This is an optimization exercise on Yosys and OpenROAD, whose aim is small area, a short achievable clock period and few clock cycles per item, not a production implementation.
The RTL of this run was laid out without a check of its function.

`flow/design.v`:
```
module xu_aes_sbox (
    input  wire [7:0] a,
    output reg  [7:0] y
);
  always @* begin
    case (a)
      8'h00: y = 8'h63;
      8'h01: y = 8'h7c;
      8'h02: y = 8'h77;
      8'h03: y = 8'h7b;
      8'h04: y = 8'hf2;
      8'h05: y = 8'h6b;
      8'h06: y = 8'h6f;
      8'h07: y = 8'hc5;
      8'h08: y = 8'h30;
      8'h09: y = 8'h01;
      8'h0a: y = 8'h67;
      8'h0b: y = 8'h2b;
      8'h0c: y = 8'hfe;
      8'h0d: y = 8'hd7;
      8'h0e: y = 8'hab;
      8'h0f: y = 8'h76;
      8'h10: y = 8'hca;
      8'h11: y = 8'h82;
      8'h12: y = 8'hc9;
      8'h13: y = 8'h7d;
      8'h14: y = 8'hfa;
      8'h15: y = 8'h59;
      8'h16: y = 8'h47;
      8'h17: y = 8'hf0;
      8'h18: y = 8'had;
      8'h19: y = 8'hd4;
      8'h1a: y = 8'ha2;
      8'h1b: y = 8'haf;
      8'h1c: y = 8'h9c;
      8'h1d: y = 8'ha4;
      8'h1e: y = 8'h72;
      8'h1f: y = 8'hc0;
      8'h20: y = 8'hb7;
      8'h21: y = 8'hfd;
      8'h22: y = 8'h93;
      8'h23: y = 8'h26;
      8'h24: y = 8'h36;
      8'h25: y = 8'h3f;
      8'h26: y = 8'hf7;
      8'h27: y = 8'hcc;
      8'h28: y = 8'h34;
      8'h29: y = 8'ha5;
      8'h2a: y = 8'he5;
      8'h2b: y = 8'hf1;
      8'h2c: y = 8'h71;
      8'h2d: y = 8'hd8;
      8'h2e: y = 8'h31;
      8'h2f: y = 8'h15;
      8'h30: y = 8'h04;
      8'h31: y = 8'hc7;
      8'h32: y = 8'h23;
      8'h33: y = 8'hc3;
      8'h34: y = 8'h18;
      8'h35: y = 8'h96;
      8'h36: y = 8'h05;
      8'h37: y = 8'h9a;
      8'h38: y = 8'h07;
      8'h39: y = 8'h12;
      8'h3a: y = 8'h80;
      8'h3b: y = 8'he2;
      8'h3c: y = 8'heb;
      8'h3d: y = 8'h27;
      8'h3e: y = 8'hb2;
      8'h3f: y = 8'h75;
      8'h40: y = 8'h09;
      8'h41: y = 8'h83;
      8'h42: y = 8'h2c;
      8'h43: y = 8'h1a;
      8'h44: y = 8'h1b;
      8'h45: y = 8'h6e;
      8'h46: y = 8'h5a;
      8'h47: y = 8'ha0;
      8'h48: y = 8'h52;
      8'h49: y = 8'h3b;
      8'h4a: y = 8'hd6;
      8'h4b: y = 8'hb3;
      8'h4c: y = 8'h29;
      8'h4d: y = 8'he3;
      8'h4e: y = 8'h2f;
      8'h4f: y = 8'h84;
      8'h50: y = 8'h53;
      8'h51: y = 8'hd1;
      8'h52: y = 8'h00;
      8'h53: y = 8'hed;
      8'h54: y = 8'h20;
      8'h55: y = 8'hfc;
      8'h56: y = 8'hb1;
      8'h57: y = 8'h5b;
      8'h58: y = 8'h6a;
      8'h59: y = 8'hcb;
      8'h5a: y = 8'hbe;
      8'h5b: y = 8'h39;
      8'h5c: y = 8'h4a;
      8'h5d: y = 8'h4c;
      8'h5e: y = 8'h58;
      8'h5f: y = 8'hcf;
      8'h60: y = 8'hd0;
      8'h61: y = 8'hef;
      8'h62: y = 8'haa;
      8'h63: y = 8'hfb;
      8'h64: y = 8'h43;
      8'h65: y = 8'h4d;
      8'h66: y = 8'h33;
      8'h67: y = 8'h85;
      8'h68: y = 8'h45;
      8'h69: y = 8'hf9;
      8'h6a: y = 8'h02;
      8'h6b: y = 8'h7f;
      8'h6c: y = 8'h50;
      8'h6d: y = 8'h3c;
      8'h6e: y = 8'h9f;
      8'h6f: y = 8'ha8;
      8'h70: y = 8'h51;
      8'h71: y = 8'ha3;
      8'h72: y = 8'h40;
      8'h73: y = 8'h8f;
      8'h74: y = 8'h92;
      8'h75: y = 8'h9d;
      8'h76: y = 8'h38;
      8'h77: y = 8'hf5;
      8'h78: y = 8'hbc;
      8'h79: y = 8'hb6;
      8'h7a: y = 8'hda;
      8'h7b: y = 8'h21;
      8'h7c: y = 8'h10;
      8'h7d: y = 8'hff;
      8'h7e: y = 8'hf3;
      8'h7f: y = 8'hd2;
      8'h80: y = 8'hcd;
      8'h81: y = 8'h0c;
      8'h82: y = 8'h13;
      8'h83: y = 8'hec;
      8'h84: y = 8'h5f;
      8'h85: y = 8'h97;
      8'h86: y = 8'h44;
      8'h87: y = 8'h17;
      8'h88: y = 8'hc4;
      8'h89: y = 8'ha7;
      8'h8a: y = 8'h7e;
      8'h8b: y = 8'h3d;
      8'h8c: y = 8'h64;
      8'h8d: y = 8'h5d;
      8'h8e: y = 8'h19;
      8'h8f: y = 8'h73;
      8'h90: y = 8'h60;
      8'h91: y = 8'h81;
      8'h92: y = 8'h4f;
      8'h93: y = 8'hdc;
      8'h94: y = 8'h22;
      8'h95: y = 8'h2a;
      8'h96: y = 8'h90;
      8'h97: y = 8'h88;
      8'h98: y = 8'h46;
      8'h99: y = 8'hee;
      8'h9a: y = 8'hb8;
      8'h9b: y = 8'h14;
      8'h9c: y = 8'hde;
      8'h9d: y = 8'h5e;
      8'h9e: y = 8'h0b;
      8'h9f: y = 8'hdb;
      8'ha0: y = 8'he0;
      8'ha1: y = 8'h32;
      8'ha2: y = 8'h3a;
      8'ha3: y = 8'h0a;
      8'ha4: y = 8'h49;
      8'ha5: y = 8'h06;
      8'ha6: y = 8'h24;
      8'ha7: y = 8'h5c;
      8'ha8: y = 8'hc2;
      8'ha9: y = 8'hd3;
      8'haa: y = 8'hac;
      8'hab: y = 8'h62;
      8'hac: y = 8'h91;
      8'had: y = 8'h95;
      8'hae: y = 8'he4;
      8'haf: y = 8'h79;
      8'hb0: y = 8'he7;
      8'hb1: y = 8'hc8;
      8'hb2: y = 8'h37;
      8'hb3: y = 8'h6d;
      8'hb4: y = 8'h8d;
      8'hb5: y = 8'hd5;
      8'hb6: y = 8'h4e;
      8'hb7: y = 8'ha9;
      8'hb8: y = 8'h6c;
      8'hb9: y = 8'h56;
      8'hba: y = 8'hf4;
      8'hbb: y = 8'hea;
      8'hbc: y = 8'h65;
      8'hbd: y = 8'h7a;
      8'hbe: y = 8'hae;
      8'hbf: y = 8'h08;
      8'hc0: y = 8'hba;
      8'hc1: y = 8'h78;
      8'hc2: y = 8'h25;
      8'hc3: y = 8'h2e;
      8'hc4: y = 8'h1c;
      8'hc5: y = 8'ha6;
      8'hc6: y = 8'hb4;
      8'hc7: y = 8'hc6;
      8'hc8: y = 8'he8;
      8'hc9: y = 8'hdd;
      8'hca: y = 8'h74;
      8'hcb: y = 8'h1f;
      8'hcc: y = 8'h4b;
      8'hcd: y = 8'hbd;
      8'hce: y = 8'h8b;
      8'hcf: y = 8'h8a;
      8'hd0: y = 8'h70;
      8'hd1: y = 8'h3e;
      8'hd2: y = 8'hb5;
      8'hd3: y = 8'h66;
      8'hd4: y = 8'h48;
      8'hd5: y = 8'h03;
      8'hd6: y = 8'hf6;
      8'hd7: y = 8'h0e;
      8'hd8: y = 8'h61;
      8'hd9: y = 8'h35;
      8'hda: y = 8'h57;
      8'hdb: y = 8'hb9;
      8'hdc: y = 8'h86;
      8'hdd: y = 8'hc1;
      8'hde: y = 8'h1d;
      8'hdf: y = 8'h9e;
      8'he0: y = 8'he1;
      8'he1: y = 8'hf8;
      8'he2: y = 8'h98;
      8'he3: y = 8'h11;
      8'he4: y = 8'h69;
      8'he5: y = 8'hd9;
      8'he6: y = 8'h8e;
      8'he7: y = 8'h94;
      8'he8: y = 8'h9b;
      8'he9: y = 8'h1e;
      8'hea: y = 8'h87;
      8'heb: y = 8'he9;
      8'hec: y = 8'hce;
      8'hed: y = 8'h55;
      8'hee: y = 8'h28;
      8'hef: y = 8'hdf;
      8'hf0: y = 8'h8c;
      8'hf1: y = 8'ha1;
      8'hf2: y = 8'h89;
      8'hf3: y = 8'h0d;
      8'hf4: y = 8'hbf;
      8'hf5: y = 8'he6;
      8'hf6: y = 8'h42;
      8'hf7: y = 8'h68;
      8'hf8: y = 8'h41;
      8'hf9: y = 8'h99;
      8'hfa: y = 8'h2d;
      8'hfb: y = 8'h0f;
      8'hfc: y = 8'hb0;
      8'hfd: y = 8'h54;
      8'hfe: y = 8'hbb;
      8'hff: y = 8'h16;
      default: y = 8'h00;
    endcase
  end
endmodule
module xu_aes (
    input  wire         clk,
    input  wire         rst,         
    input  wire         in_valid,
    output wire         in_ready,
    input  wire         in_key256,   
    input  wire [255:0] in_key,
    input  wire [127:0] in_block,
    output reg          out_valid,
    output wire [127:0] out_data
);
  reg         busy;
  reg         key256;
  reg  [3:0]  round;       
  reg  [7:0]  rcon;
  reg [127:0] state;
  reg [127:0] ka;          
  reg [127:0] kb;          
  assign in_ready = !busy;
  assign out_data = state;
  wire [3:0] last_round = key256 ? 4'd14 : 4'd10;
  wire       last       = (round == last_round);
  wire         rot_step = !key256 || !round[0];
  wire [31:0]  kw_last  = kb[127:96];
  wire [31:0]  kw_in    = rot_step ? {kw_last[7:0], kw_last[31:8]} : kw_last;
  wire [31:0]  kw_sub;
  genvar gi;
  generate
    for (gi = 0; gi < 4; gi = gi + 1) begin : g_ksbox
      xu_aes_sbox u_sbox (.a(kw_in[8*gi +: 8]), .y(kw_sub[8*gi +: 8]));
    end
  endgenerate
  wire [31:0]  kw_t    = kw_sub ^ (rot_step ? {24'd0, rcon} : 32'd0);
  wire [127:0] kprev   = key256 ? ka : kb;
  wire [31:0]  nw0     = kprev[31:0]   ^ kw_t;
  wire [31:0]  nw1     = kprev[63:32]  ^ nw0;
  wire [31:0]  nw2     = kprev[95:64]  ^ nw1;
  wire [31:0]  nw3     = kprev[127:96] ^ nw2;
  wire [127:0] knext   = {nw3, nw2, nw1, nw0};
  wire         first256 = key256 && (round == 4'd1);
  wire [127:0] rkey     = first256 ? kb : knext;
  wire [127:0] sb;
  generate
    for (gi = 0; gi < 16; gi = gi + 1) begin : g_sbox
      xu_aes_sbox u_sbox (.a(state[8*gi +: 8]), .y(sb[8*gi +: 8]));
    end
  endgenerate
  wire [127:0] sr;
  generate
    for (gi = 0; gi < 16; gi = gi + 1) begin : g_shift
      assign sr[8*gi +: 8] = sb[8*((gi + 4*(gi % 4)) % 16) +: 8];
    end
  endgenerate
  function [7:0] xtime;
    input [7:0] b;
    xtime = {b[6:0], 1'b0} ^ (b[7] ? 8'h1b : 8'h00);
  endfunction
  wire [127:0] mc;
  generate
    for (gi = 0; gi < 4; gi = gi + 1) begin : g_mix
      wire [7:0] a0 = sr[32*gi +: 8];
      wire [7:0] a1 = sr[32*gi + 8 +: 8];
      wire [7:0] a2 = sr[32*gi + 16 +: 8];
      wire [7:0] a3 = sr[32*gi + 24 +: 8];
      wire [7:0] t  = a0 ^ a1 ^ a2 ^ a3;
      assign mc[32*gi +: 8]      = a0 ^ t ^ xtime(a0 ^ a1);
      assign mc[32*gi + 8 +: 8]  = a1 ^ t ^ xtime(a1 ^ a2);
      assign mc[32*gi + 16 +: 8] = a2 ^ t ^ xtime(a2 ^ a3);
      assign mc[32*gi + 24 +: 8] = a3 ^ t ^ xtime(a3 ^ a0);
    end
  endgenerate
  wire [127:0] round_out = (last ? sr : mc) ^ rkey;
  always @(posedge clk) begin
    if (rst) begin
      busy      <= 1'b0;
      out_valid <= 1'b0;
    end else begin
      out_valid <= 1'b0;
      if (busy) begin
        state <= round_out;
        round <= round + 4'd1;
        if (!first256) begin
          kb <= knext;
          ka <= kb;
          if (rot_step)
            rcon <= xtime(rcon);
        end
        if (last) begin
          busy      <= 1'b0;
          out_valid <= 1'b1;
        end
      end else if (in_valid) begin
        busy   <= 1'b1;
        key256 <= in_key256;
        round  <= 4'd1;
        rcon   <= 8'h01;
        state  <= in_block ^ in_key[127:0];
        ka     <= in_key[127:0];
        kb     <= in_key256 ? in_key[255:128] : in_key[127:0];
      end
    end
  end
endmodule
```
`flow/run.sh`:
```
#!/bin/bash
# synth_recipe.tcl (not shown) runs the flow's synth.tcl, then flattens the netlist and writes it again
# the make line also repeats each setting of config.mk as NAME=value (left out here)
make -C /OpenROAD-flow-scripts/flow DESIGN_CONFIG=/design/flow/config.mk WORK_HOME=/design/flow/orfs CLKGATE_MAP_FILE= SYNTH_SCRIPT=/design/flow/synth_recipe.tcl finish
```
`flow/config.mk`:
```
export PLATFORM = sky130hd
export DESIGN_NAME = xu_aes
export DESIGN_NICKNAME = xu_aes
export VERILOG_FILES = /design/flow/design.v
export SDC_FILE = /design/flow/constraint.sdc
export NUM_CORES = 4
export LEC_CHECK = 0
export ABC_CLOCK_PERIOD_IN_PS = 5000
export CAP_MARGIN = 20
export CORE_MARGIN = 2
export CORE_UTILIZATION = 25
export PLACE_DENSITY = 0.45
export SLEW_MARGIN = 20
```
`flow/constraint.sdc`:
```
create_clock -name core_clock -period 10.0 [get_ports {clk}]
set_input_delay 2.0000 -clock core_clock [delete_from_list [all_inputs] [get_ports {clk}]]
set_output_delay 2.0000 -clock core_clock [all_outputs]
set_load 0.01 [all_outputs]
```
==> run summary <==
Max-Cap Viols - 0
Pre-antenna DRT Iters - 10
drt wl/cell - 38.0 um
Hold-fix buffers, CTS - 0
fin nets - 16.5k
DR iter-0 viols - 26.9k
max_slew headroom - 4.15%
worst skew pair latency - 910 ps
worst reg2reg setup slack - 540 ps
RSZ-0062 raised after global routing - false
Main synth FF type - edfxtp_1
port bufs - 517
routed via count - 147k
synth-to-layout area growth - 16.4%
Starting Density - 25.1%
Slew @ Worst Pin - 1430 ps
Final Hold Viols - 0
FP Rows - 241
Worst Path Required - 10,800 ps
RD Place Congestion - 1.10
Core Footprint - 0.432 mm^2
crit-path max FO - 23
total track usage - 35.3%
Reg2Reg Depth - 25
post-synth design cell area - 0.108 mm^2
Critical Path Max Stage Delay - 830 ps
most frequent CP cell - buf_4
register area share after synthesis - 13.4%
CP endpoint kind - flop
post-synthesis cell count - 15.8k
chip height - 663 um
post-route ant nets - 0
hold slack - 545 ps
Setup TNS - 0 ps
FF+latch count, synth - 527
Worst Hold Path Cells - 1
die area - 0.439 mm^2
Ports - 518
crit path time final - 9460 ps
Finished Core Util - 29.3%
Worst Skew - 72.1 ps
cts repair resizes - 0
CTS root buf - clkbuf_16
CTS tree - yes
Reg clk slew, reported paths - 60 ps
post-CTS setup buffers - 0
initial antenna violation count - 56
Post-synth EDFFs - 397
vias per cell - 6.75
ys async rst share - 0%
GR Overflow Total - 0
Synthesized Nets - 16.4k
YS warnings - 2
Setup violations, final - 0
Post-Place Worst Slack - 1150 ps
Final Cycle Share - 94.6%
Syn Area/Cell - 6.87 um^2
clk sink count - 527
clk buf depth - 4
DRC errors left - 0
H-tree levels - 3
Hold Path Class - flop to flop
DRT Wirelength - 826,000 um
chip width - 663 um
total CTS buffers - 89
fmax - 106 MHz
crit path DAT - 10,260 ps
Slew Viols, Final - 0
ratio of cells with drive above 1 in the final layout - 12.2%
Crit Path Class - flop to flop
distinct cell type count after synthesis - 147
DPL Wire Length - 628,000 um
status - complete, no violations
largest net degree at the start of global routing - 135
Final Worst Setup Slack - 537 ps
first-pass GRT wire length - 1,130,000 um
Critical Path Source Type - flop
vias in the first global route - 134k
slowest cell on the critical path - mux2i_1
==> cell usage after synthesis, types with 152 or more instances <==
master	number	area, um^2
nand3_1	568	2840
inv_1	168	631
clkbuf_1	821	3080
ha_1	238	2980
edfxtp_1	397	11900
o211ai_1	370	2780
a311oi_1	181	1590
a221oi_1	190	1660
a31oi_1	345	2160
a211oi_1	399	3000
buf_1	152	571
xnor2_1	639	5600
o21ai_0	1328	6650
nand2_1	1564	5870
buf_2	510	2550
mux2_2	215	2420
xor2_1	321	2810
o22ai_1	166	1040
mux2i_1	295	2950
nor2_1	1544	5800
o311ai_0	155	1360
a21oi_1	1366	6840
nor3_1	574	2870
==> path summary, 6_finish.rpt <==
kind                         end     start
setup / recovery  g_mix[3].a3[2]  round[0]
hold / removal            ka[91]    kb[91]
setup reg to reg  g_mix[3].a3[2]  round[0]
hold reg to reg           ka[91]    kb[91]
==> worst max-delay path: cells and delay by family, from the launching register on <==
family,cells,cell delay [ps]
mux,1,830
xor+xnor,1,510
simple gates,6,2100
compound gates,9,2470
flops,1,480
fa+ha+maj,2,1530
buf+inv,6,1440
==> per-stage QoR <==
| stage | instance area, um^2 | instances |
|---|---|---|
| after CTS | 126000 | 21685 |
| after floorplan | 108000 | 15790 |
| after detailed placement | 123000 | 21524 |
| after global placement | 123000 | 21522 |
| after global routing | 126000 | 21705 |
| final | 126000 | 21725 |
==> kinds of logic after synthesis <==
| kind of cell | after synthesis | share of synthesized area, % |
|---|---|---|
| compound gates | 6267 | 39.3 |
| xor+xnor | 1002 | 8.59 |
| fa+ha+maj | 238 | 2.75 |
| buf+inv | 1830 | 7.55 |
| flops | 527 | 13.4 |
| mux | 524 | 5.17 |
| simple gates | 5402 | 23.2 |
==> sequential cells by signal, summed over array words and instances (netlist names) <==
name       cells
ka           128
g_mix.a3      32
state        128
g_mix.a1      32
kb           128
busy           1
round          4
g_mix.a0      32
g_mix.a2      32
rcon           8
out_valid      1
key256         1
==> cell type report <==
class                      count  area, um^2
antenna                       37        92.6
multi-input combinational  13433       86600
timing repair buffer        1650       14200
fill                       47770      305000
sequential                   527       14500
clock inverter                49         483
inverter                     207         795
tap                         5710        7140
clock buffer                 112        2370
==> per-layer routing <==
| metal | vias up | global-route usage, % | routed length, um |
|---|---|---|---|
| li1 | 60735 | - | - |
| met3 | 2787 | 10.1 | 98900 |
| met2 | 11876 | 51.6 | 339000 |
| met1 | 71220 | 43.6 | 308000 |
| met5 | - | 0 | 284 |
| met4 | 42 | 26.9 | 79000 |
==> layout by cell type, fill, tap and decap left out, types with 82 or more instances in the layout <==
cell             count
xnor2_1            632
a21oi_1           1359
nand3_1            567
nor4_1             106
o2111ai_1           96
clkdlybuf4s50_1    516
a311oi_1           181
ha_1               238
a32oi_1             85
edfxtp_1           397
nor2b_1            109
inv_1              162
clkbuf_16           90
o21ai_0           1319
buf_4             1090
or3_1              109
o31ai_1            136
a211o_1             86
a221oi_1           183
a2111oi_0           88
o211ai_1           370
nor2_1            1526
o311ai_0           154
a21o_1             102
xor2_1             316
nand2b_1           117
dfxtp_1            129
a22oi_1             82
nand4_1            146
a211oi_1           392
mux2_2             215
and3_1             132
nand2_1           1557
mux2i_1            278
nor3_1             570
o21a_1              82
o22ai_1            165
and2_1              95
a31oi_1            342
o221ai_1           137

-- static timing again, ports no longer ideal --
The flow's constraints put no driver on any port. The routed layout listed below was extracted and timed again, unchanged, in two steps. Step 1 (the two cells are an assumption about what drives the block):
set clk [get_ports {clk}]
set_driving_cell -lib_cell sky130_fd_sc_hd__clkbuf_16 $clk
set_driving_cell -lib_cell sky130_fd_sc_hd__buf_2 [delete_from_list [all_inputs] $clk]
Step 2 adds t to the input delays and takes it off the output delays; t is the mean of the earliest and latest rising clock arrival at the registers after step 1. Input paths then give back, and output paths get back, about the clock's delay inside the block. Slacks: no drivers / after step 1 / after step 2; pairs: no drivers / after step 1.
t, ns: 0.972
setup slack, ns: 0.537 / 0.537 / 0.537
hold WS [ns]: 0.545 / 0.545 / 0.545
pins driven straight from the clock port: 1
After both steps this run still meets setup and hold. The setup slack of this run moves by 0.000 ns with the drivers and by 0.000 ns with both steps.
